This design comes from an exercise in tuning for small area, a short achievable clock period and few clock cycles per item on the open sky130 flow, not from production work. At most, simulation tests tie the RTL to the original design; equivalence was not proved. The RTL of run 1 was laid out without a check of its function.

## flow/design.v (module list and top-level ports; edited modules follow where they fit)
// module sr_gen: 2707 lines
// module sr_fa: 10 lines
// module sr_x3: 8 lines
module sr_gen (
    input  wire        clk,
    input  wire        rst,
    input  wire        in_valid,
    output wire        in_ready,
    input  wire        in_load,
    input  wire [63:0] in_j,
    input  wire [63:0] in_s,
    input  wire [31:0] in_t,
    input  wire [47:0] in_x,
    output wire        out_valid,
    input  wire        out_ready,
    output wire [23:0] out_u
);
  // ...
==> flow/flow/run.sh <==
#!/bin/bash
# Layout: the standard flow (standard.sh) with the standard synthesis
# unchanged. After synthesis two things differ from the standard run:
#  - the port buffers are buf_2 cells instead of the delay cell that
#    buffer_ports picks by default (every port still gets its buffer);
#  - the delay cells (clkdlybuf4s*, dlygate*, dlymetal*) are added to the
#    platform's don't-use list, so the repair of slew, capacitance and long
#    wires uses plain buffers.
# Each tool's output goes to a log file of its own in this folder.
set -euo pipefail
bash standard.sh synth > synth.log 2>&1
FULL=$(make -s -C "$FLOW_HOME" DESIGN_CONFIG="$PWD/config.mk" WORK_HOME="$PWD/orfs" \
       print-DONT_USE_CELLS 2> print_dont_use.log | sed -n 's/^DONT_USE_CELLS: //p')
DU="$FULL"
for c in clkdlybuf4s15_1 clkdlybuf4s15_2 clkdlybuf4s18_1 clkdlybuf4s18_2 \
         clkdlybuf4s25_1 clkdlybuf4s25_2 clkdlybuf4s50_1 clkdlybuf4s50_2 \
         dlygate4sd1_1 dlygate4sd2_1 dlygate4sd3_1 \
         dlymetal6s2s_1 dlymetal6s4s_1 dlymetal6s6s_1; do
  DU="$DU sky130_fd_sc_hd__$c"
done
echo "DONT_USE_CELLS=$DU" > dont_use.txt
bash standard.sh "DONT_USE_CELLS=$DU" \
  "BUFFER_PORTS_ARGS=-buffer_cell sky130_fd_sc_hd__buf_2" finish > layout.log 2>&1
==> flow/standard.sh <==
#!/bin/bash
# synth_recipe.tcl (not shown) runs the flow's synth.tcl, then flattens the netlist and writes it again
# the make line also repeats each setting of config.mk as NAME=value (left out here)
make -C /OpenROAD-flow-scripts/flow DESIGN_CONFIG=/design/flow/config.mk WORK_HOME=/design/flow/orfs CLKGATE_MAP_FILE= SYNTH_SCRIPT=/design/flow/synth_recipe.tcl "${@:-finish}"
==> flow/config.mk <==
export PLATFORM = sky130hd
export DESIGN_NAME = sr_gen
export DESIGN_NICKNAME = sr_gen
export VERILOG_FILES = /design/flow/design.v
export SDC_FILE = /design/flow/constraint.sdc
export NUM_CORES = 4
export LEC_CHECK = 0
export CAP_MARGIN = 40
export CORE_MARGIN = 2
export CORE_UTILIZATION = 50
export GPL_ROUTABILITY_DRIVEN = 0
export PLACE_DENSITY = 0.65
export SETUP_SLACK_MARGIN = 0.4
export SLEW_MARGIN = 70
export SYNTH_HIERARCHICAL = 1
==> flow/constraint.sdc <==
create_clock -name core_clock -period 12.0 [get_ports {clk}]
set_input_delay 2.4000 -clock core_clock [delete_from_list [all_inputs] [get_ports {clk}]]
set_output_delay 2.4000 -clock core_clock [all_outputs]
set_load 0.01 [all_outputs]
==> notes.md, run 1 <==
status: timing/DRC/antenna clean
DR iter-0 viols: 4,530
Post-Syn Nets: 5,890
fillers: 8,992
maxcap violations: 0
Worst Max-Slew Pin Slew: 0.5021 ns
first-pass GRT wire length: 277,500 um
layout cells sized above 1: 0.1858
hold path endpoint: k3$_DFFE_PN_
largest registers: cs1 (127), fifo (120), cs2 (116)
met2 Use GR: 0.5198
CP max-delay cell: dfxtp_1
Post-CTS Resized: 0
TritonCTS Buffers: 82
crit end category: register
FFs & Latches: 764
multi-input gate share of total cell area: 0.6114
fin. max-slew vios: 0
buffers and inverters on the worst path: 1
Top delay family on crit path: adder cells
clkbuf count: 112
vias after detailed routing: 37,890
==> run 2: changes to the inputs <==
--- a/flow/design.v
+++ b/flow/design.v
@@ -1728,3 +1728,3 @@
     wire tb_s848, tb_c848;
-    sr_fa tb_fatb_s848 (.a(tb_c834), .b(tb_s847), .c(tb_c835), .s(tb_s848), .co(tb_c848));
+    sr_fa tb_fatb_s848 (.a(cs2[0]), .b(cs2[1]), .c(cs2[2]), .s(tb_s848), .co(tb_c848));
     wire tb_s849, tb_c849;
@@ -1808,3 +1808,3 @@
     wire tb_s888, tb_c888;
-    sr_fa tb_fatb_s888 (.a(tb_c873), .b(tb_s887), .c(tb_c874), .s(tb_s888), .co(tb_c888));
+    sr_fa tb_fatb_s888 (.a(cs2[3]), .b(cs2[4]), .c(cs2[5]), .s(tb_s888), .co(tb_c888));
     wire tb_s889, tb_c889;
@@ -1894,3 +1894,3 @@
     wire tb_s931, tb_c931;
-    sr_fa tb_fatb_s931 (.a(tb_c915), .b(tb_s930), .c(tb_c916), .s(tb_s931), .co(tb_c931));
+    sr_fa tb_fatb_s931 (.a(cs2[6]), .b(cs2[7]), .c(cs2[8]), .s(tb_s931), .co(tb_c931));
     wire tb_s932, tb_c932;
@@ -2154,3 +2154,3 @@
     wire tb_s1061, tb_c1061;
-    sr_fa tb_fatb_s1061 (.a(tb_s1059), .b(tb_c1043), .c(tb_s1060), .s(tb_s1061), .co(tb_c1061));
+    sr_fa tb_fatb_s1061 (.a(cs2[9]), .b(cs2[10]), .c(cs2[11]), .s(tb_s1061), .co(tb_c1061));
     wire tb_s1062, tb_c1062;
@@ -2190,3 +2190,3 @@
     wire tb_s1079, tb_c1079;
-    sr_fa tb_fatb_s1079 (.a(tb_s1077), .b(tb_c1060), .c(tb_s1078), .s(tb_s1079), .co(tb_c1079));
+    sr_fa tb_fatb_s1079 (.a(cs2[12]), .b(cs2[13]), .c(cs2[14]), .s(tb_s1079), .co(tb_c1079));
     wire tb_s1080, tb_c1080;
@@ -2227,4 +2227,4 @@
     sr_fa tb_fatb_s1097 (.a(tb_s1095), .b(tb_c1077), .c(tb_s1096), .s(tb_s1097), .co(tb_c1097));
-    wire tb_s1098 = ~1'b0 ^ tb_c1078 ^ tb_s1097;
-    wire tb_c1098 = (~1'b0 & tb_c1078) | (~1'b0 & tb_s1097) | (tb_c1078 & tb_s1097);
+    wire tb_s1098 = ~1'b0 ^ cs2[15] ^ cs2[16];
+    wire tb_c1098 = (~1'b0 & cs2[15]) | (~1'b0 & cs2[16]) | (cs2[15] & cs2[16]);
     wire tb_s1099, tb_c1099;
@@ -2266,3 +2266,3 @@
     wire tb_s1117, tb_c1117;
-    sr_fa tb_fatb_s1117 (.a(tb_s1115), .b(tb_c1097), .c(tb_s1116), .s(tb_s1117), .co(tb_c1117));
+    sr_fa tb_fatb_s1117 (.a(cs2[17]), .b(cs2[18]), .c(cs2[19]), .s(tb_s1117), .co(tb_c1117));
     wire tb_s1118, tb_c1118;
@@ -2304,3 +2304,3 @@
     wire tb_s1136, tb_c1136;
-    sr_fa tb_fatb_s1136 (.a(tb_s1134), .b(tb_c1116), .c(tb_s1135), .s(tb_s1136), .co(tb_c1136));
+    sr_fa tb_fatb_s1136 (.a(cs2[20]), .b(cs2[21]), .c(cs2[22]), .s(tb_s1136), .co(tb_c1136));
     wire tb_s1137, tb_c1137;
@@ -2344,3 +2344,3 @@
     wire tb_s1156, tb_c1156;
-    sr_fa tb_fatb_s1156 (.a(tb_s1154), .b(tb_s1155), .c(tb_c1135), .s(tb_s1156), .co(tb_c1156));
+    sr_fa tb_fatb_s1156 (.a(cs2[23]), .b(cs2[24]), .c(cs2[25]), .s(tb_s1156), .co(tb_c1156));
     wire tb_s1157, tb_c1157;
@@ -2384,3 +2384,3 @@
     wire tb_s1176, tb_c1176;
-    sr_fa tb_fatb_s1176 (.a(cs2[0]), .b(cs2[1]), .c(cs2[2]), .s(tb_s1176), .co(tb_c1176));
+    sr_fa tb_fatb_s1176 (.a(cs2[26]), .b(cs2[27]), .c(cs2[28]), .s(tb_s1176), .co(tb_c1176));
     wire tb_s1177, tb_c1177;
@@ -2426,3 +2426,3 @@
     wire tb_s1197, tb_c1197;
-    sr_fa tb_fatb_s1197 (.a(cs2[3]), .b(cs2[4]), .c(tb_c1176), .s(tb_s1197), .co(tb_c1197));
+    sr_fa tb_fatb_s1197 (.a(cs2[29]), .b(cs2[30]), .c(tb_c1176), .s(tb_s1197), .co(tb_c1197));
     wire tb_s1198, tb_c1198;
@@ -2468,3 +2468,3 @@
     wire tb_s1218, tb_c1218;
-    sr_fa tb_fatb_s1218 (.a(cs2[5]), .b(cs2[6]), .c(cs2[7]), .s(tb_s1218), .co(tb_c1218));
+    sr_fa tb_fatb_s1218 (.a(cs2[31]), .b(cs2[32]), .c(cs2[33]), .s(tb_s1218), .co(tb_c1218));
     wire tb_s1219, tb_c1219;
@@ -2510,5 +2510,5 @@
     wire tb_s1239, tb_c1239;
-    sr_fa tb_fatb_s1239 (.a(tb_c1216), .b(tb_s1237), .c(tb_s1238), .s(tb_s1239), .co(tb_c1239));
+    sr_fa tb_fatb_s1239 (.a(cs2[34]), .b(cs2[35]), .c(cs2[36]), .s(tb_s1239), .co(tb_c1239));
     wire tb_s1240, tb_c1240;
-    sr_fa tb_fatb_s1240 (.a(cs2[8]), .b(cs2[9]), .c(tb_c1218), .s(tb_s1240), .co(tb_c1240));
+    sr_fa tb_fatb_s1240 (.a(cs2[37]), .b(tb_s1239), .c(tb_c1218), .s(tb_s1240), .co(tb_c1240));
     wire tb_s1241, tb_c1241;
@@ -2556,3 +2556,3 @@
     wire tb_s1262, tb_c1262;
-    sr_fa tb_fatb_s1262 (.a(cs2[10]), .b(cs2[11]), .c(cs2[12]), .s(tb_s1262), .co(tb_c1262));
+    sr_fa tb_fatb_s1262 (.a(cs2[38]), .b(cs2[39]), .c(tb_c1239), .s(tb_s1262), .co(tb_c1262));
     wire tb_s1263, tb_c1263;
@@ -2600,8 +2600,8 @@
     wire tb_s1284, tb_c1284;
-    sr_fa tb_fatb_s1284 (.a(tb_c1260), .b(tb_s1282), .c(tb_s1283), .s(tb_s1284), .co(tb_c1284));
+    sr_fa tb_fatb_s1284 (.a(cs2[40]), .b(cs2[41]), .c(cs2[42]), .s(tb_s1284), .co(tb_c1284));
     wire tb_s1285, tb_c1285;
-    sr_fa tb_fatb_s1285 (.a(cs2[13]), .b(cs2[14]), .c(tb_c1262), .s(tb_s1285), .co(tb_c1285));
-    reg  [115:0] cs2;
-    wire [115:0] cs2_d = {tb_c1156, tb_s1156, tb_c1136, tb_s1136, tb_c1117, tb_s1117, tb_c1098, tb_s1098, tb_c1079, tb_s1079, tb_c1061, tb_s1061, tb_s1043, tb_c1026, tb_s1026, tb_c1009, tb_s1009, tb_c993, tb_s993, tb_c977, tb_s977, tb_c961, tb_s961, tb_c946, tb_s946, tb_c931, tb_s931, tb_s916, tb_c902, tb_s902, tb_c888, tb_s888, tb_s874, tb_c861, tb_s861, tb_c848, tb_s848, tb_s835, tb_c823, tb_s823, tb_c811, tb_s811, tb_c799, tb_s799, tb_s787, tb_c776, tb_s776, tb_c765, tb_s765, tb_c755, tb_s755, tb_c745, tb_s745, tb_s735, tb_c726, tb_s726, tb_c717, tb_s717, tb_c709, tb_s709, tb_s701, tb_c694, tb_s694, tb_s687, tb_c681, tb_s681, tb_c675, tb_s675, tb_c669, tb_s669, tb_c664, tb_s664, tb_c659, tb_s659, tb_c654, tb_s654, tb_c650, tb_s650, tb_c646, tb_s646, tb_c642, tb_s642, tb_c639, tb_s639, tb_c636, tb_s636, tb_c634, tb_s634, tb_s632, tb_c631, tb_s631, tb_c630, tb_s630, tb_c629, tb_s629, a2[5], a2[4], a2[3], a2[2], a2[1], a2[0], tb_s1284, tb_c1261, tb_c1239, tb_s1261, tb_c1238, tb_s1239, tb_c1217, tb_s1217, tb_c1196, tb_s1216, tb_s1196, tb_c1175, tb_s1175, tb_c1155, tb_s1174};
-    wire [63:0] pb_1286 = {tb_s1285, tb_c1240, tb_s1240, tb_c1197, tb_s1197, cs2[115], cs2[113], cs2[111], cs2[109], cs2[107], cs2[105], cs2[104], cs2[102], cs2[100], cs2[98], cs2[96], cs2[94], cs2[92], cs2[90], cs2[89], cs2[87], cs2[85], cs2[84], cs2[82], cs2[80], cs2[79], cs2[77], cs2[75], cs2[73], cs2[72], cs2[70], cs2[68], cs2[66], cs2[64], cs2[63], cs2[61], cs2[59], cs2[57], cs2[56], cs2[54], cs2[53], cs2[51], cs2[49], cs2[47], cs2[45], cs2[43], cs2[41], cs2[39], cs2[37], cs2[35], cs2[33], cs2[31], cs2[29], cs2[28], cs2[26], cs2[24], cs2[22], 1'b1, cs2[20], cs2[19], cs2[18], cs2[17], cs2[16], cs2[15]} + {1'b0, tb_s1262, 1'b0, tb_s1218, 1'b0, tb_s1176, cs2[114], cs2[112], cs2[110], cs2[108], cs2[106], 1'b0, cs2[103], cs2[101], cs2[99], cs2[97], cs2[95], cs2[93], cs2[91], 1'b0, cs2[88], cs2[86], 1'b0, cs2[83], cs2[81], 1'b0, cs2[78], cs2[76], cs2[74], 1'b0, cs2[71], cs2[69], cs2[67], cs2[65], 1'b0, cs2[62], cs2[60], cs2[58], 1'b0, cs2[55], 1'b0, cs2[52], cs2[50], cs2[48], cs2[46], cs2[44], cs2[42], cs2[40], cs2[38], cs2[36], cs2[34], cs2[32], cs2[30], 1'b0, cs2[27], cs2[25], cs2[23], cs2[21], cs2[18], cs2[17], cs2[16], cs2[15], 1'b0, 1'b0};
+    sr_fa tb_fatb_s1285 (.a(cs2[43]), .b(tb_s1284), .c(tb_c1262), .s(tb_s1285), .co(tb_c1285));
+    reg  [126:0] cs2;
+    wire [126:0] cs2_d = {tb_s1043, tb_c1026, tb_s1026, tb_c1009, tb_s1009, tb_c993, tb_s993, tb_c977, tb_s977, tb_c961, tb_s961, tb_c946, tb_s946, tb_s916, tb_c902, tb_s902, tb_s874, tb_c861, tb_s861, tb_s835, tb_c823, tb_s823, tb_c811, tb_s811, tb_c799, tb_s799, tb_s787, tb_c776, tb_s776, tb_c765, tb_s765, tb_c755, tb_s755, tb_c745, tb_s745, tb_s735, tb_c726, tb_s726, tb_c717, tb_s717, tb_c709, tb_s709, tb_s701, tb_c694, tb_s694, tb_s687, tb_c681, tb_s681, tb_c675, tb_s675, tb_c669, tb_s669, tb_c664, tb_s664, tb_c659, tb_s659, tb_c654, tb_s654, tb_c650, tb_s650, tb_c646, tb_s646, tb_c642, tb_s642, tb_c639, tb_s639, tb_c636, tb_s636, tb_c634, tb_s634, tb_s632, tb_c631, tb_s631, tb_c630, tb_s630, tb_c629, tb_s629, a2[5], a2[4], a2[3], a2[2], a2[1], a2[0], tb_c1261, tb_s1283, tb_s1282, tb_c1260, tb_s1261, tb_c1238, tb_c1217, tb_s1238, tb_s1237, tb_c1216, tb_s1217, tb_c1196, tb_s1216, tb_s1196, tb_c1175, tb_s1175, tb_c1155, tb_s1174, tb_c1135, tb_s1155, tb_s1154, tb_s1135, tb_c1116, tb_s1134, tb_s1116, tb_c1097, tb_s1115, tb_s1097, tb_c1078, tb_s1078, tb_c1060, tb_s1077, tb_s1060, tb_c1043, tb_s1059, tb_c916, tb_s930, tb_c915, tb_c874, tb_s887, tb_c873, tb_c835, tb_s847, tb_c834};
+    wire [63:0] pb_1286 = {tb_s1285, tb_c1240, tb_s1240, tb_c1197, tb_s1197, tb_c1156, tb_c1136, tb_c1117, tb_c1098, tb_c1079, tb_c1061, tb_s1061, cs2[125], cs2[123], cs2[121], cs2[119], cs2[117], cs2[115], tb_c931, tb_s931, cs2[112], tb_c888, tb_s888, cs2[109], tb_c848, tb_s848, cs2[106], cs2[104], cs2[102], cs2[101], cs2[99], cs2[97], cs2[95], cs2[93], cs2[92], cs2[90], cs2[88], cs2[86], cs2[85], cs2[83], cs2[82], cs2[80], cs2[78], cs2[76], cs2[74], cs2[72], cs2[70], cs2[68], cs2[66], cs2[64], cs2[62], cs2[60], cs2[58], cs2[57], cs2[55], cs2[53], cs2[51], 1'b1, cs2[49], cs2[48], cs2[47], cs2[46], cs2[45], cs2[44]} + {1'b0, tb_s1262, 1'b0, tb_s1218, 1'b0, tb_s1176, tb_s1156, tb_s1136, tb_s1117, tb_s1098, tb_s1079, 1'b0, cs2[126], cs2[124], cs2[122], cs2[120], cs2[118], cs2[116], cs2[114], 1'b0, cs2[113], cs2[111], 1'b0, cs2[110], cs2[108], 1'b0, cs2[107], cs2[105], cs2[103], 1'b0, cs2[100], cs2[98], cs2[96], cs2[94], 1'b0, cs2[91], cs2[89], cs2[87], 1'b0, cs2[84], 1'b0, cs2[81], cs2[79], cs2[77], cs2[75], cs2[73], cs2[71], cs2[69], cs2[67], cs2[65], cs2[63], cs2[61], cs2[59], 1'b0, cs2[56], cs2[54], cs2[52], cs2[50], cs2[47], cs2[46], cs2[45], cs2[44], 1'b0, 1'b0};
     wire [63:0] m2 = {pb_1286[63], pb_1286[62], pb_1286[61], pb_1286[60], pb_1286[59], pb_1286[58], pb_1286[57], pb_1286[56], pb_1286[55], pb_1286[54], pb_1286[53], pb_1286[52], pb_1286[51], pb_1286[50], pb_1286[49], pb_1286[48], pb_1286[47], pb_1286[46], pb_1286[45], pb_1286[44], pb_1286[43], pb_1286[42], pb_1286[41], pb_1286[40], pb_1286[39], pb_1286[38], pb_1286[37], pb_1286[36], pb_1286[35], pb_1286[34], pb_1286[33], pb_1286[32], pb_1286[31], pb_1286[30], pb_1286[29], pb_1286[28], pb_1286[27], pb_1286[26], pb_1286[25], pb_1286[24], pb_1286[23], pb_1286[22], pb_1286[21], pb_1286[20], pb_1286[19], pb_1286[18], pb_1286[17], pb_1286[16], pb_1286[15], pb_1286[14], pb_1286[13], pb_1286[12], pb_1286[11], pb_1286[10], pb_1286[9], pb_1286[8], pb_1286[7], pb_1286[6], pb_1286[5], pb_1286[4], pb_1286[3], pb_1286[2], pb_1286[1], pb_1286[0]};
--- a/flow/config.mk
+++ b/flow/config.mk
@@ -7,9 +7,8 @@
 export LEC_CHECK = 0
-export CAP_MARGIN = 40
+export CAP_MARGIN = 30
 export CORE_MARGIN = 2
 export CORE_UTILIZATION = 50
-export GPL_ROUTABILITY_DRIVEN = 0
 export PLACE_DENSITY = 0.65
 export SETUP_SLACK_MARGIN = 0.4
-export SLEW_MARGIN = 70
+export SLEW_MARGIN = 60
 export SYNTH_HIERARCHICAL = 1
==> notes.md, run 2 <==
status: timing/DRC/antenna clean
most common cell in the synthesized netlist: fa_1
fin. max-slew vios: 0 (unchanged)
Residual DRC: 0
Clock Path Buffers: 3
Crit path required time: 12.58 ns
register area: 17,500 sq um
HPWL after detailed placement: 159,800 um
pin count of the biggest net entering global routing: 73
remaining global-route overflow: 0
hold_buf cts: 0
gpl congestion: 1.035
CTS Sinks: 775
setup ws final: 7.701 ns
die area: 117,800 sq um
initial antenna violation count: 6
Slew Limit Headroom: 0.5895
DR iter-0 viols: 4,607 (+1.7%)
Post-CTS Resized: 0 (unchanged)
Layout Cells excl Fill: 6,259
Seq cells post-synth: 775
Synth async-reset ratio: 0
Post-Syn Nets: 5,989 (+1.7%)
Critical Path AT: 4.88 ns
maxcap violations: 0 (unchanged)
clock-pin transition on the worst setup and hold timing paths: 0.06 ns
wire per inst: 31.76 um
Post-DP Area: 61,230 sq um
fillers: 9,456 (+5.2%)
CP Launch Type: register
RSZ-0062 raised after global routing: no
fin crit share: 0.3583
Core ar.: 114,200 sq um
Max H-tree Level: 3
top post-synthesis cells by area: fa_1 44%, dfxtp_1 21%, edfxtp_1 9.4%, ha_1 2.8%, xnor2_1 2.3%
Critical Path End: key[56]$_SDFFE_PP0P_
minimum clock period: 4.299 ns
Syn Inst Count: 4,383
dpl cells: 6,090
area of the multi-input gates: 39,330 sq um
Port Buffer Count: 238
post-synth top area cell: fa_1
most frequent cells in the layout: 1,262 x fa_1, 468 x dfxtp_1, 317 x buf_2
Syn. warnings: 7
TritonCTS Buffers: 84 (+2.4%)
Synth top cells by count: 1,263 x fa_1, 595 x dfxtp_1, 249 x nor2_1
CTS tree: yes
Max Clock Freq: 232.6 MHz
vias in the first global route: 40,980
TritonRoute pass-1 iters: 6
dpl ws: 7.401 ns
clock latency at the later pin of the worst-skew pair: 0.71 ns
Final #Nets: 6,275
Layout Skew: 0.07414 ns
vias per std cell: 6.166
Synth cell types: 97
area added between synthesis and finish: 12.06%
post-route cell area: 64,450 sq um
reg-to-reg endpoint: key[56]$_SDFFE_PP0P_
post-synth top area share: 0.4396
I/O pins: 239
Routed Antenna Nets: 0
critical path type: reg -> reg
final hold viol count: 0
hold crit path type: reg -> reg
Max FO, Critical Path: 8
starting density of the core: 0.5037
largest registers: cs1 (127), cs2 (127), fifo (120)
first-pass GRT wire length: 285,900 um (+3.0%)
share of the yosys chip area belonging to registers: 0.3011
vias after detailed routing: 38,600 (+1.9%)
Post-Syn Area per Cell: 13.12 sq um
GR Util All Layers: 0.3460
Total Wirelength: 198,800 um
Worst Max-Slew Pin Slew: 0.6149 ns (+0.1128 ns)
Fin Setup TNS: 0 ns
EDFF count, synth: 180
Cell Area, Synth: 57,510 sq um
layout cells sized above 1: 0.1589 (-0.02686)
DIE HEIGHT: 343.2 um
reg2reg path depth: 12
worst r2r src: cs2[0]$_DFF_P_
# setup viols final: 0
num rows: 124
Die X-Extent: 343.2 um
commonest non-fill, non-tap cell in the layout: fa_1
clock root buffer master: clkbuf_16
Crit. Startpoint: cs2[0]$_DFF_P_
R2R Setup Slk: 7.70 ns
ys flop type: dfxtp_1
crit end category: register
Post-CTS Setup Inserts: 0
run 2: layer usage:
metal | wire length [um] | global-route usage | up-vias
li1 | - | - | 15290
met1 | 72620 | 0.4472 | 20120
met2 | 89800 | 0.5299 | 2545
met3 | 22290 | 0.09624 | 636
met4 | 14060 | 0.1931 | 2
met5 | 13 | 0 | -
run 2: how the worst min path moves through the flow:
stage | start | end | slack (ns) | cells past startpoint
floorplan | k1$_DFFE_PN_ | k2$_DFFE_PN_ | 0.40 | 0
finish | k1$_DFFE_PN_ | k2$_DFFE_PN_ | 0.42 | 0
CTS | k1$_DFFE_PN_ | k2$_DFFE_PN_ | 0.42 | 0
global placement | k1$_DFFE_PN_ | k2$_DFFE_PN_ | 0.40 | 0
global route | k2$_DFFE_PN_ | k3$_DFFE_PN_ | 0.43 | 0
detailed placement | k1$_DFFE_PN_ | k2$_DFFE_PN_ | 0.41 | 0
run 2: per-module statistics from Yosys (local to each module, per instance):
| module | area, sq um | flip-flops and latches | times used |
|---|---|---|---|
| sr_fa | 20.02 | 0 | 1262 |
| sr_gen | 32250 | 775 | 1 |
run 2: cells by family (layout without fill, tap and decap cells):
family | after synthesis | count (layout) | synth area share
multiplexers | 85 | 85 | 0.02036
AO/OA/AOI/OAI | 764 | 764 | 0.08517
XOR/XNOR | 260 | 260 | 0.04146
adder cells (fa/ha/maj) | 1393 | 1393 | 0.4679
AND/OR/NAND/NOR | 731 | 731 | 0.05917
buffers and inverters | 375 | 731 | 0.02484
flip-flops | 775 | 775 | 0.3011
other | 0 | 8 | 0
run 2: critical path, stage by stage (launching register included):
cell and delay (ns):
dfxtp_1 0.32, fa_1 0.48, ha_1 0.47, nand4_2 0.21, nor4_2 0.45, nand2_1 0.09, o31a_1 0.29, and3_1 0.32
o41ai_1 0.37, a21o_2 0.29, xor2_2 0.45, a31oi_1 0.16, a32o_1 0.29
run 2: final cells by class:
type                       count  area share
inverter                     225     0.01314
timing repair buffer         350     0.02869
clock inverter                44    0.009726
multi-input combinational   3233      0.6102
antenna                        8   0.0003106
clock buffer                 112     0.03704
sequential                   775      0.2715
tap                         1512     0.02935
run 2: stage by stage:
| step | utilization | hold slack (ns) |
|---|---|---|
| 2_1_floorplan | - | 0.4003 |
| 3_3_place_gp | 0.5294 | 0.4024 |
| 3_5_place_dp | 0.5362 | 0.4061 |
| 4_1_cts | 0.5626 | 0.4179 |
| 5_1_grt | 0.5642 | 0.4298 |
| 6_report | 0.5644 | 0.4187 |
Testbench counts of run 2, summed over its fixed seeds: cycles 26,224, items 23,844.
==> run 3: changes to the inputs <==
--- a/flow/config.mk
+++ b/flow/config.mk
@@ -7,3 +7,3 @@
 export LEC_CHECK = 0
-export CAP_MARGIN = 30
+export CAP_MARGIN = 40
 export CORE_MARGIN = 2
@@ -12,3 +12,3 @@
 export SETUP_SLACK_MARGIN = 0.4
-export SLEW_MARGIN = 60
+export SLEW_MARGIN = 70
 export SYNTH_HIERARCHICAL = 1
==> notes.md, run 3 <==
Max FO, Critical Path: 6 (-2)
initial antenna violation count: 6 (unchanged)
Clock Path Buffers: 3 (unchanged)
Cell Area, Synth: 57,510 sq um (unchanged)
fin crit share: 0.3505 (-0.007811)
DR iter-0 viols: 4,697 (+2.0%)
Critical Path AT: 4.77 ns (-0.11 ns)
Core ar.: 114,200 sq um (unchanged)
fin. max-slew vios: 0 (unchanged)
reg2reg path depth: 14 (+2)
Slew Limit Headroom: 0.6667 (+0.07721)
fillers: 9,289 (-1.8%)
TritonCTS Buffers: 84 (unchanged)
share of the yosys chip area belonging to registers: 0.3011 (unchanged)
area of the multi-input gates: 39,870 sq um (+1.4%)
most frequent cells in the layout: 1,257 x fa_1, 426 x dfxtp_1, 330 x buf_2
first-pass GRT wire length: 286,600 um (+0.25%)
crit end category: register
Routed Antenna Nets: 0 (unchanged)
register area: 17,700 sq um (+1.1%)
maxcap violations: 0 (unchanged)
# setup viols final: 0 (unchanged)
remaining global-route overflow: 0 (unchanged)
Post-Syn Nets: 5,989 (unchanged)
critical path type: reg -> reg
die area: 117,800 sq um (unchanged)
vias per std cell: 6.153 (-0.23%)
CTS tree: yes
EDFF count, synth: 180 (unchanged)
gpl congestion: 1.035 (unchanged)
wire per inst: 31.61 um (-0.47%)
final hold viol count: 0 (unchanged)
Die X-Extent: 343.2 um (unchanged)
dpl ws: 7.465 ns (+0.06460 ns)
area added between synthesis and finish: 13.90%
most common cell in the synthesized netlist: fa_1
reg-to-reg endpoint: key[28]$_SDFFE_PP0P_
Crit path required time: 12.57 ns (about the same)
setup ws final: 7.794 ns (+0.09373 ns)
commonest non-fill, non-tap cell in the layout: fa_1
RSZ-0062 raised after global routing: no
minimum clock period: 4.206 ns (-0.09373 ns)
worst r2r src: cs2[0]$_DFF_P_
Synth cell types: 97 (unchanged)
I/O pins: 239 (unchanged)
vias after detailed routing: 38,760 (+0.43%)
Post-Syn Area per Cell: 13.12 sq um (unchanged)
Max H-tree Level: 3 (unchanged)
GR Util All Layers: 0.3474 (+0.001411)
Layout Skew: 0.05987 ns (-0.01427 ns)
Synth async-reset ratio: 0 (unchanged)
starting density of the core: 0.5037 (unchanged)
top post-synthesis cells by area: fa_1 44%, dfxtp_1 21%, edfxtp_1 9.4%, ha_1 2.8%, xnor2_1 2.3%
Fin Setup TNS: 0 ns (unchanged)
pin count of the biggest net entering global routing: 73 (unchanged)
hold_buf cts: 0 (unchanged)
Max Clock Freq: 237.8 MHz (+2.2%)
clock root buffer master: clkbuf_16
DIE HEIGHT: 343.2 um (unchanged)
post-synth top area cell: fa_1
vias in the first global route: 41,120 (+0.33%)
Worst Max-Slew Pin Slew: 0.4999 ns (-0.1150 ns)
Seq cells post-synth: 775 (unchanged)
clock-pin transition on the worst setup and hold timing paths: 0.06 ns (about the same)
Synth top cells by count: 1,263 x fa_1, 595 x dfxtp_1, 249 x nor2_1
HPWL after detailed placement: 160,700 um (+0.58%)
clock latency at the later pin of the worst-skew pair: 0.71 ns (about the same)
Port Buffer Count: 238 (unchanged)
num rows: 124 (unchanged)
Syn Inst Count: 4,383 (unchanged)
Crit. Startpoint: cs2[0]$_DFF_P_
hold crit path type: reg -> reg
Post-CTS Resized: 0 (unchanged)
Residual DRC: 0 (unchanged)
CTS Sinks: 775 (unchanged)
TritonRoute pass-1 iters: 6 (unchanged)
layout cells sized above 1: 0.1886 (+0.02969)
status: timing/DRC/antenna clean
largest registers: cs1 (127), cs2 (127), fifo (120)
post-synth top area share: 0.4396 (unchanged)
Critical Path End: key[28]$_SDFFE_PP0P_
CP Launch Type: register
Final #Nets: 6,318 (+0.69%)
Post-CTS Setup Inserts: 0 (unchanged)
R2R Setup Slk: 7.79 ns (+0.09 ns)
Total Wirelength: 199,100 um (+0.18%)
ys flop type: dfxtp_1
Syn. warnings: 7 (unchanged)
-- run 3: cell counts after synthesis --
Identical to the previous run, type by type.
-- run 3: modules after synthesis (local to each module, per instance) --
module,flops+latches,cells inside
sr_fa,0,1
sr_gen,775,3121
-- run 3: per-layer routing --
metal / routed length, um / track usage
met2: 89110 / 0.5255
met5: 40 / 0
met1: 72340 / 0.4460
met3: 22790 / 0.1013
met4: 14860 / 0.2081
-- run 3: logic make-up after synthesis --
| family | Yosys count | synth area share |
|---|---|---|
| adder cells (fa/ha/maj) | 1393 | 0.4679 |
| AND/OR/NAND/NOR | 731 | 0.05917 |
| buffers and inverters | 375 | 0.02484 |
| multiplexers | 85 | 0.02036 |
| flip-flops | 775 | 0.3011 |
| AO/OA/AOI/OAI | 764 | 0.08517 |
| XOR/XNOR | 260 | 0.04146 |
-- run 3: how the worst min path moves through the flow --
stage,cells after the start,from,slack [ns],end
5_1_grt,0,k2$_DFFE_PN_,0.43,k3$_DFFE_PN_
3_3_place_gp,0,k1$_DFFE_PN_,0.40,k2$_DFFE_PN_
2_1_floorplan,0,k1$_DFFE_PN_,0.40,k2$_DFFE_PN_
6_report,0,k1$_DFFE_PN_,0.42,k2$_DFFE_PN_
3_5_place_dp,0,k1$_DFFE_PN_,0.41,k2$_DFFE_PN_
4_1_cts,0,k2$_DFFE_PN_,0.41,k3$_DFFE_PN_
-- run 3: layout make-up --
type / count / share of cell area
Clock buffer: 117 / 0.03631
Clock inverter: 40 / 0.008824
Antenna cell: 5 / 0.0001910
Sequential cell: 775 / 0.2701
Multi-Input combinational cell: 3233 / 0.6086
Tap cell: 1512 / 0.02888
Inverter: 225 / 0.01297
Timing Repair Buffer: 393 / 0.03413
-- run 3: metrics by stage --
stage               cell area, sq um    util  hold slack [ns]  cells
finish                         65510  0.5737           0.4197   6300
global route                   65500  0.5736           0.4269   6295
CTS                            65100  0.5701           0.4145   6286
detailed placement             62150  0.5443           0.4061   6129
global placement               60450  0.5294           0.4024   6073
floorplan                      57510       -           0.4003   4383
-- run 3: critical path, stage by stage, from the launching register on --
cell and delay [ns]:
dfxtp_1 0.33, fa_2 0.42, ha_1 0.47, nand4_2 0.21
nor4_2 0.45, nand2_1 0.09, o31a_1 0.28, and3_2 0.30
o22ai_2 0.37, mux2_2 0.39, o211ai_1 0.08, buf_2 0.17
buf_2 0.16, xnor2_1 0.21, o22ai_1 0.14
==> run 4: changes to the inputs <==
--- a/flow/config.mk
+++ b/flow/config.mk
@@ -10,2 +10,3 @@
 export CORE_UTILIZATION = 50
+export GPL_ROUTABILITY_DRIVEN = 0
 export PLACE_DENSITY = 0.65
==> notes.md, run 4 <==
status: timing/DRC/antenna clean
post-synthesis compound-gate area fraction: 0.08517 (unchanged)
clock latency at the later pin of the worst-skew pair: 0.70 ns (about the same)
Crit path required time: 12.56 ns (about the same)
Max FO, Critical Path: 9 (+3)
Syn Inst Count: 4,383 (unchanged)
fin. max-slew vios: 0 (unchanged)
Critical Path AT: 4.68 ns (-0.09 ns)
worst hold margin: 0.4288 ns (+0.009029 ns)
Post-Syn Nets: 5,989 (unchanged)
hold_buf cts: 0 (unchanged)
CP Launch Type: register
vias per std cell: 6.162 (+0.15%)
Synth cell types: 97 (unchanged)
Synth top cells by count: 1,263 x fa_1, 595 x dfxtp_1, 249 x nor2_1
Final #Nets: 6,305 (-0.21%)
Post-CTS Resized: 0 (unchanged)
maxcap violations: 0 (unchanged)
layout cells sized above 1: 0.1859 (-0.002670)
RSZ-0062 raised after global routing: no
largest registers: cs1 (127), cs2 (127), fifo (120)
Syn. warnings: 7 (unchanged)
remaining global-route overflow: 0 (unchanged)
Die X-Extent: 343.2 um (unchanged)
# setup viols final: 0 (unchanged)
first-pass GRT wire length: 281,800 um (-1.7%)
fillers: 9,174 (-1.2%)
Seq cells post-synth: 775 (unchanged)
register area: 17,690 sq um (about the same)
post-synth top area share: 0.4396 (unchanged)
critical path type: reg -> reg
GR Util All Layers: 0.3394 (-0.008013)
die area: 117,800 sq um (unchanged)
DIE HEIGHT: 343.2 um (unchanged)
initial antenna violation count: 5 (-1)
num rows: 124 (unchanged)
DR iter-0 viols: 4,682 (-0.32%)
Synth async-reset ratio: 0 (unchanged)
EDFF count, synth: 180 (unchanged)
pin count of the biggest net entering global routing: 77 (+5.5%)
Post-Syn Area per Cell: 13.12 sq um (unchanged)
share of the yosys chip area belonging to registers: 0.3011 (unchanged)
CTS Sinks: 775 (unchanged)
I/O pins: 239 (unchanged)
Total Wirelength: 195,500 um (-1.8%)
TritonCTS Buffers: 85 (+1.2%)
top post-synthesis cells by area: fa_1 44%, dfxtp_1 21%, edfxtp_1 9.4%, ha_1 2.8%, xnor2_1 2.3%
Clock Path Buffers: 3 (unchanged)
final hold viol count: 0 (unchanged)
Max H-tree Level: 3 (unchanged)
most common cell in the synthesized netlist: fa_1
vias after detailed routing: 38,750 (-0.023%)
Slew Limit Headroom: 0.6662 (about the same)
clock-pin transition on the worst setup and hold timing paths: 0.06 ns (about the same)
vias in the first global route: 41,380 (+0.64%)
hold crit path type: reg -> reg
most frequent cells in the layout: 1,259 x fa_1, 424 x dfxtp_1, 319 x buf_2
minimum clock period: 4.119 ns (-0.08705 ns)
Post-CTS Setup Inserts: 0 (unchanged)
Residual DRC: 0 (unchanged)
Core ar.: 114,200 sq um (unchanged)
area added between synthesis and finish: 13.58%
Layout Skew: 0.02913 ns (-0.03074 ns)
Fin Setup TNS: 0 ns (unchanged)
Routed Antenna Nets: 0 (unchanged)
area of the multi-input gates: 39,750 sq um (-0.28%)
Port Buffer Count: 238 (unchanged)
CTS tree: yes
Worst Max-Slew Pin Slew: 0.5000 ns (+0.00001645 ns)
Max Clock Freq: 242.8 MHz (+2.1%)
starting density of the core: 0.5037 (unchanged)
ys flop type: dfxtp_1
Post-Synth XOR/XNOR Area: 0.04146 (unchanged)
post-synth top area cell: fa_1
wire per inst: 31.08 um (-1.7%)
fin crit share: 0.3432 (-0.007254)
clock root buffer master: clkbuf_16
HPWL after detailed placement: 156,900 um (-2.4%)
TritonRoute pass-1 iters: 7 (+1)
Cell Area, Synth: 57,510 sq um (unchanged)
multiplexer share of the synthesized area: 0.02036 (unchanged)
Post-Synth Adder-Cell Area: 0.4679 (unchanged)
crit end category: register
simple-gate portion of the synthesized area: 0.05917 (unchanged)
commonest non-fill, non-tap cell in the layout: fa_1
main combinational cell family by area after synthesis: adder cells
run 4: changes by cell type in the layout (fill, tap and decap cells not counted), moves of 5 or more:
cell     delta
dfxtp_2     +7
inv_6       +6
buf_2      -11
dfxtp_4     -5
buf_8       +8
buf_4       -6
run 4: worst max-delay path: stages, from the launching register on:
cell,delay (ns)
dfxtp_1,0.31
fa_1,0.42
ha_1,0.49
nand4_2,0.22
nor4_2,0.43
nand2_1,0.09
o31a_1,0.30
and3_2,0.30
o22ai_2,0.33
mux2_2,0.38
o211ai_1,0.08
buf_2,0.28
xnor2_1,0.22
o22ai_1,0.13
run 4: layer usage:
| layer | global-route usage | vias to the layer above | wire, um |
|---|---|---|---|
| met4 | 0.1993 | 4 | 14540 |
| met3 | 0.1072 | 736 | 23600 |
| met1 | 0.4262 | 19950 | 69330 |
| li1 | - | 15330 | - |
| met2 | 0.5192 | 2731 | 87920 |
| met5 | 0.002804 | - | 66 |
run 4: metrics by stage:
stage | worst slack [ns] | std cells | utilization | instance area, sq um
6_report | 7.881 | 6289 | 0.5721 | 65330
5_1_grt | 7.633 | 6283 | 0.5719 | 65310
4_1_cts | 7.842 | 6273 | 0.5687 | 64940
3_5_place_dp | 7.516 | 6114 | 0.5432 | 62030
3_3_place_gp | 6.706 | 6069 | 0.5292 | 60430
2_1_floorplan | 7.494 | 4383 | - | 57510
run 4: cells by family (layout without fill, tap and decap cells):
kind of cell,count (synthesis),count (layout)
AND/OR/NAND/NOR,731,731
XOR/XNOR,260,260
other,0,6
multiplexers,85,85
flip-flops,775,775
adder cells (fa/ha/maj),1393,1393
buffers and inverters,375,763
AO/OA/AOI/OAI,764,764
run 4: final cells by class:
type | instances | share of cell area
clock buffer | 114 | 0.03609
tap | 1512 | 0.02896
sequential | 775 | 0.2707
clock inverter | 45 | 0.008542
multi-input combinational | 3233 | 0.6086
inverter | 225 | 0.01301
antenna | 6 | 0.0002298
timing repair buffer | 379 | 0.03388
run 4: Yosys stat by module, one instance, submodules excluded:
module,flip-flops and latches,times used,area (sq um),cells
sr_fa,0,1262,20.02,1
sr_gen,775,1,32250,3121
run 4: final timing paths:
path | start | to | slack (ns) | cells past startpoint
worst max-delay path | cs2[0]$_DFF_P_ | key[28]$_SDFFE_PP0P_ | 7.88 | 13
worst min-delay path | k3$_DFFE_PN_ | k4$_DFFE_PN_ | 0.43 | 0
worst max register to register | cs2[0]$_DFF_P_ | key[28]$_SDFFE_PP0P_ | 7.88 | 13
worst min register to register | k3$_DFFE_PN_ | k4$_DFFE_PN_ | 0.43 | 0
==> run 5: changes to the inputs <==
--- a/flow/config.mk
+++ b/flow/config.mk
@@ -11,3 +11,3 @@
 export GPL_ROUTABILITY_DRIVEN = 0
-export PLACE_DENSITY = 0.65
+export PLACE_DENSITY = 0.72
 export SETUP_SLACK_MARGIN = 0.4
==> notes.md, run 5 <==
vias after detailed routing: 39,900 (+3.0%)
crit end category: register
RSZ-0062 raised after global routing: no
I/O pins: 239 (unchanged)
hold crit path type: reg -> reg
EDFF count, synth: 180 (unchanged)
most common cell in the synthesized netlist: fa_1
clock latency at the later pin of the worst-skew pair: 0.70 ns (about the same)
Post-CTS Resized: 0 (unchanged)
Synth cell types: 97 (unchanged)
Synth top cells by count: 1,263 x fa_1, 595 x dfxtp_1, 249 x nor2_1
most frequent cells in the layout: 1,260 x fa_1, 430 x dfxtp_1, 309 x buf_2
CTS tree: yes
layout cells sized above 1: 0.1831 (-0.002834)
Critical Path AT: 4.75 ns (+0.07 ns)
Routed Antenna Nets: 0 (unchanged)
Cell Area, Synth: 57,510 sq um (unchanged)
initial antenna violation count: 9 (+4)
ys flop type: dfxtp_1
Post-CTS Setup Inserts: 0 (unchanged)
post-synth top area cell: fa_1
Residual DRC: 0 (unchanged)
Max FO, Critical Path: 9 (unchanged)
Core ar.: 114,200 sq um (unchanged)
TritonRoute pass-1 iters: 11 (+4)
Syn. warnings: 7 (unchanged)
Die X-Extent: 343.2 um (unchanged)
Post-Syn Nets: 5,989 (unchanged)
fin crit share: 0.3490 (+0.005746)
fillers: 8,917 (-2.8%)
Final #Nets: 6,292 (-0.21%)
status: timing/DRC/antenna clean
CP max-delay cell: ha_1
clock-pin transition on the worst setup and hold timing paths: 0.07 ns (about the same)
Max Clock Freq: 238.8 MHz (-1.6%)
CTS Sinks: 775 (unchanged)
num rows: 124 (unchanged)
largest registers: cs1 (127), cs2 (127), fifo (120)
critical-path cell list: fa_1 > ha_1 > nand4_2 > nor4_2 > nand2_1 > o31a_1 > and3_2 > o22ai_2 > mux2_2 > o211ai_1 > buf_2 > xnor2_1 > o22ai_1
Syn Inst Count: 4,383 (unchanged)
commonest non-fill, non-tap cell in the layout: fa_1
Clock Path Buffers: 3 (unchanged)
DIE HEIGHT: 343.2 um (unchanged)
# setup viols final: 0 (unchanged)
fin. max-slew vios: 0 (unchanged)
Total Wirelength: 197,800 um (+1.2%)
Crit path required time: 12.56 ns (about the same)
starting density of the core: 0.5037 (unchanged)
DR iter-0 viols: 5,519 (+18%)
critical path type: reg -> reg
clock root buffer master: clkbuf_16
GR Util All Layers: 0.3422 (+0.002775)
final core occ: 0.5713 (-0.0007780)
minimum clock period: 4.187 ns (+0.06895 ns)
maxcap violations: 0 (unchanged)
final hold viol count: 0 (unchanged)
vias per std cell: 6.361 (+3.2%)
first-pass GRT wire length: 285,200 um (+1.2%)
share of the yosys chip area belonging to registers: 0.3011 (unchanged)
hold_buf cts: 0 (unchanged)
Slew Limit Headroom: 0.6472 (-0.01905)
Port Buffer Count: 238 (unchanged)
remaining global-route overflow: 0 (unchanged)
CP Launch Type: register
HPWL after detailed placement: 155,100 um (-1.2%)
Synth async-reset ratio: 0 (unchanged)
CP max stage delay: 0.51 ns (+0.02 ns)
area added between synthesis and finish: 13.43%
Fin Setup TNS: 0 ns (unchanged)
Max H-tree Level: 3 (unchanged)
post-synth top area share: 0.4396 (unchanged)
TritonCTS Buffers: 82 (-3.5%)
Worst Max-Slew Pin Slew: 0.5266 ns (+0.02667 ns)
die area: 117,800 sq um (unchanged)
Layout Skew: 0.06021 ns (+0.03108 ns)
Seq cells post-synth: 775 (unchanged)
top post-synthesis cells by area: fa_1 44%, dfxtp_1 21%, edfxtp_1 9.4%, ha_1 2.8%, xnor2_1 2.3%
pin count of the biggest net entering global routing: 49 (-36%)
vias in the first global route: 42,500 (+2.7%)
Post-Syn Area per Cell: 13.12 sq um (unchanged)
wire per inst: 31.53 um (+1.5%)
[run 5: cell counts after synthesis]
No cell type changed its count.
[run 5: layout make-up]
class	instances	area, sq um	area share
tap	1512	1892	0.02900
multi-input combinational	3233	39860	0.6110
clock inverter	45	548.0	0.008401
clock buffer	105	2228	0.03416
inverter	225	847.1	0.01298
timing repair buffer	369	2141	0.03282
sequential	775	17700	0.2713
antenna	9	22.52	0.0003452
[run 5: stage by stage]
step           worst slack (ns)  area [sq um]  hold slack [ns]  std cells
2_1_floorplan             7.494         57510           0.4003       4383
3_3_place_gp              7.113         60400           0.4013       6060
3_5_place_dp              7.488         62020           0.4065       6106
4_1_cts                   7.797         64790           0.4197       6256
5_1_grt                   7.672         65220           0.4294       6267
6_report                  7.813         65240           0.4205       6273
[run 5: per-module statistics from Yosys, one instance, submodules excluded]
module	flops+latches	cell area, sq um	copies in the design	cells inside
sr_fa	0	20.02	1262	1
sr_gen	775	32250	1	3121
[run 5: worst paths after layout]
path,cells after the start,end,slack (ns),start
min reg2reg,0,k4$_DFFE_PN_,0.42,k3$_DFFE_PN_
max,13,key[28]$_SDFFE_PP0P_,7.81,cs2[0]$_DFF_P_
min,0,k4$_DFFE_PN_,0.42,k3$_DFFE_PN_
max reg2reg,13,key[28]$_SDFFE_PP0P_,7.81,cs2[0]$_DFF_P_
[run 5: cell families (layout without fill, tap and decap cells)]
group,Yosys count,count (layout),share of synthesized area
xor gates and xnor gates,260,260,0.04146
AOI/OAI and AO/OA,764,764,0.08517
muxes,85,85,0.02036
other,0,9,0
adders and majority gates,1393,1393,0.4679
DFF,775,775,0.3011
and+or+nand+nor,731,731,0.05917
buffers and inverters,375,744,0.02484
[run 5: worst max-delay path, delay by kind of cell (launching register included)]
family	cells	cell delay, ns
simple gates	4	1.01
fa+ha+maj	2	0.97
compound gates	4	0.84
mux	1	0.38
flops	1	0.32
buf+inv	1	0.29
xor+xnor	1	0.22
[run 5: per-layer routing]
metal / wire length (um) / track usage / part of all wire / vias to the layer above
met5: 191 / 0 / 0.00097 / -
met4: 17190 / 0.2244 / 0.087 / 8
met3: 28310 / 0.1343 / 0.14 / 1059
met2: 86950 / 0.5135 / 0.44 / 3352
met1: 65160 / 0.4113 / 0.33 / 20170
li1: - / - / - / 15310
==> run 6: changes to the inputs <==
--- a/flow/config.mk
+++ b/flow/config.mk
@@ -11,3 +11,3 @@
 export GPL_ROUTABILITY_DRIVEN = 0
-export PLACE_DENSITY = 0.72
+export PLACE_DENSITY = 0.6
 export SETUP_SLACK_MARGIN = 0.4
==> notes.md, run 6 <==
Post-CTS Resized: 0 (unchanged)
CP max stage delay: 0.52 ns (about the same)
Synth cell types: 97 (unchanged)
EDFF count, synth: 180 (unchanged)
fillers: 9,398 (+5.4%)
most frequent cells in the layout: 1,259 x fa_1, 427 x dfxtp_1, 328 x buf_2
fin. max-slew vios: 0 (unchanged)
Post-CTS Setup Inserts: 0 (unchanged)
vias per std cell: 6.160 (-3.2%)
first-pass GRT wire length: 289,000 um (+1.3%)
initial antenna violation count: 6 (-3)
clock latency at the later pin of the worst-skew pair: 0.70 ns (about the same)
TritonRoute pass-1 iters: 6 (-5)
final core occ: 0.5729 (+0.001632)
Die X-Extent: 343.2 um (unchanged)
# setup viols final: 0 (unchanged)
commonest non-fill, non-tap cell in the layout: fa_1
top post-synthesis cells by area: fa_1 44%, dfxtp_1 21%, edfxtp_1 9.4%, ha_1 2.8%, xnor2_1 2.3%
dpl cells: 6,124 (+0.29%)
Cell Area, Synth: 57,510 sq um (unchanged)
share of the yosys chip area belonging to registers: 0.3011 (unchanged)
Synth top cells by count: 1,263 x fa_1, 595 x dfxtp_1, 249 x nor2_1
starting density of the core: 0.5037 (unchanged)
area of the multi-input gates: 39,770 sq um (-0.23%)
Max Clock Freq: 227.6 MHz (-4.7%)
CP max-delay cell: ha_1
Routed Antenna Nets: 0 (unchanged)
clock root buffer master: clkbuf_16
GR Util All Layers: 0.3511 (+0.008915)
wire per inst: 32.07 um (+1.7%)
Seq cells post-synth: 775 (unchanged)
dpl ws: 7.393 ns (-0.09486 ns)
RSZ-0062 raised after global routing: no
Syn. warnings: 7 (unchanged)
Syn Inst Count: 4,383 (unchanged)
Synth async-reset ratio: 0 (unchanged)
post-synth top area share: 0.4396 (unchanged)
ys flop type: dfxtp_1
DR iter-0 viols: 4,508 (-18%)
Post-Syn Area per Cell: 13.12 sq um (unchanged)
num rows: 124 (unchanged)
Post-Syn Nets: 5,989 (unchanged)
maxcap violations: 0 (unchanged)
critical path type: reg -> reg
GR Layer Usage met3: 0.09009 (-0.04416)
minimum clock period: 4.393 ns (+0.2059 ns)
Residual DRC: 0 (unchanged)
Crit path required time: 12.57 ns (about the same)
Port Buffer Count: 238 (unchanged)
hold_buf cts: 0 (unchanged)
Slew Limit Headroom: 0.6807 (+0.03349)
layout cells sized above 1: 0.1873 (+0.004197)
clock-pin transition on the worst setup and hold timing paths: 0.06 ns (about the same)
Layout Cells excl Fill: 6,293 (+0.32%)
register area: 17,680 sq um (-0.11%)
crit end category: register
area added between synthesis and finish: 13.75%
fin crit share: 0.3661 (+0.01716)
final hold viol count: 0 (unchanged)
Final #Nets: 6,312 (+0.32%)
Layout Skew: 0.04740 ns (-0.01281 ns)
status: timing/DRC/antenna clean
setup ws final: 7.607 ns (-0.2059 ns)
Clock Path Buffers: 3 (unchanged)
remaining global-route overflow: 0 (unchanged)
most used routing layer: met2
HPWL after detailed placement: 162,800 um (+5.0%)
CTS Sinks: 775 (unchanged)
DIE HEIGHT: 343.2 um (unchanged)
pin count of the biggest net entering global routing: 71 (+45%)
CP Launch Type: register
post-synth top area cell: fa_1
largest registers: cs1 (127), cs2 (127), fifo (120)
Max H-tree Level: 3 (unchanged)
most common cell in the synthesized netlist: fa_1
CTS tree: yes
critical-path cell list: fa_1 > ha_1 > nand4_2 > nor4_2 > nand2_1 > o31a_1 > and3_2 > o22ai_2 > mux2_2 > o211ai_1 > buf_2 > xnor2_1 > o22ai_1
hold crit path type: reg -> reg
Core ar.: 114,200 sq um (unchanged)
Max FO, Critical Path: 9 (unchanged)
Critical Path AT: 4.97 ns (+0.22 ns)
Fin Setup TNS: 0 ns (unchanged)
grt met1 use: 0.4569 (+0.04553)
I/O pins: 239 (unchanged)
TritonCTS Buffers: 85 (+3.7%)
vias after detailed routing: 38,760 (-2.9%)
die area: 117,800 sq um (unchanged)
Worst Max-Slew Pin Slew: 0.4783 ns (-0.04830 ns)
vias in the first global route: 41,050 (-3.4%)
met2 Use GR: 0.5394 (+0.02587)
Total Wirelength: 201,800 um (+2.0%)
run 6: worst paths after layout:
check | cells after the start | startpoint | end | slack, ns
min reg2reg | 0 | k3$_DFFE_PN_ | k4$_DFFE_PN_ | 0.42
min | 0 | k3$_DFFE_PN_ | k4$_DFFE_PN_ | 0.42
max reg2reg | 13 | cs2[0]$_DFF_P_ | key[28]$_SDFFE_PP0P_ | 7.61
max | 13 | cs2[0]$_DFF_P_ | key[28]$_SDFFE_PP0P_ | 7.61
run 6: worst max-delay path: cells and delay by family (launching register included):
kind | cells | cell delay [ns]
muxes | 1 | 0.38
buffers and inverters | 1 | 0.28
and+or+nand+nor | 4 | 1.13
AOI/OAI and AO/OA | 4 | 0.90
xor gates and xnor gates | 1 | 0.24
adders and majority gates | 2 | 1.01
DFF | 1 | 0.32
run 6: per-stage QoR:
step	hold slack [ns]	cell area, sq um
finish	0.4246	65420
global route	0.4389	65420
CTS	0.4281	65050
detailed placement	0.4114	62050
global placement	0.4011	60450
floorplan	0.4003	57510
run 6: metal layers:
metal	up-vias	share of wire
li1	15360	-
met1	20250	0.37
met2	2455	0.45
met3	692	0.10
met4	4	0.072
met5	-	0.00011
run 6: cell type report:
cell class | instances | share of cell area
multi-input cells | 3233 | 0.6078
diodes | 2 | 0.00007650
flip-flops and latches | 775 | 0.2703
clock inverters | 46 | 0.009543
repair buffers | 386 | 0.03406
well taps | 1512 | 0.02892
clock buffers | 114 | 0.03632
inverters | 225 | 0.01299
run 6: Yosys stat by module (local to each module, per instance):
module | times used | cells inside
sr_fa | 1262 | 1
sr_gen | 1 | 3121
run 6: cell families (layout without fill, tap and decap cells):
group / after synthesis / after routing / share of synthesized area
other: 0 / 2 / 0
AOI/OAI and AO/OA: 764 / 764 / 0.08517
adders and majority gates: 1393 / 1393 / 0.4679
DFF: 775 / 775 / 0.3011
xor gates and xnor gates: 260 / 260 / 0.04146
muxes: 85 / 85 / 0.02036
buffers and inverters: 375 / 771 / 0.02484
and+or+nand+nor: 731 / 731 / 0.05917

[static timing again, ports no longer ideal]
In the flow no input, the clock included, has a driving cell. The finished layouts below were timed again as built, in two steps. Step 1, drivers: a clkbuf_16 drives clk and a buf_2 each remaining input, both assumed. Step 2 adds t to the input delays and takes it off the output delays; t is the mean of the earliest and latest rising clock arrival at the registers after step 1. Input paths then give back, and output paths get back, about the clock's delay inside the block. Slacks: ideal / step 1 / step 2; pairs: ideal / step 1.
| run | shift t [ns] | setup WS [ns] | worst setup path after step 2 | latest minus earliest clock arrival (ns) | cell pins on the clock port's net |
|---|---|---|---|---|---|
| run 1 | 0.736 | 7.631 / 7.631 / 7.398 | input to register | 0.036 / 0.036 | 1 |
| run 2 | 0.738 | 7.701 / 7.701 / 7.274 | input to register | 0.074 / 0.075 | 1 |
| run 3 | 0.756 | 7.794 / 7.794 / 7.386 | input to register | 0.061 / 0.061 | 1 |
| run 4 | 0.758 | 7.881 / 7.881 / 7.461 | input to register | 0.032 / 0.032 | 1 |
| run 5 | 0.744 | 7.813 / 7.813 / 7.341 | input to register | 0.065 / 0.065 | 1 |
| run 6 | 0.749 | 7.607 / 7.607 / 7.411 | input to register | 0.052 / 0.052 | 1 |
After both steps every run listed still meets setup and hold. For run 5, which loses most, drivers alone change the setup slack by 0.000 ns; drivers and shift together by -0.472 ns.
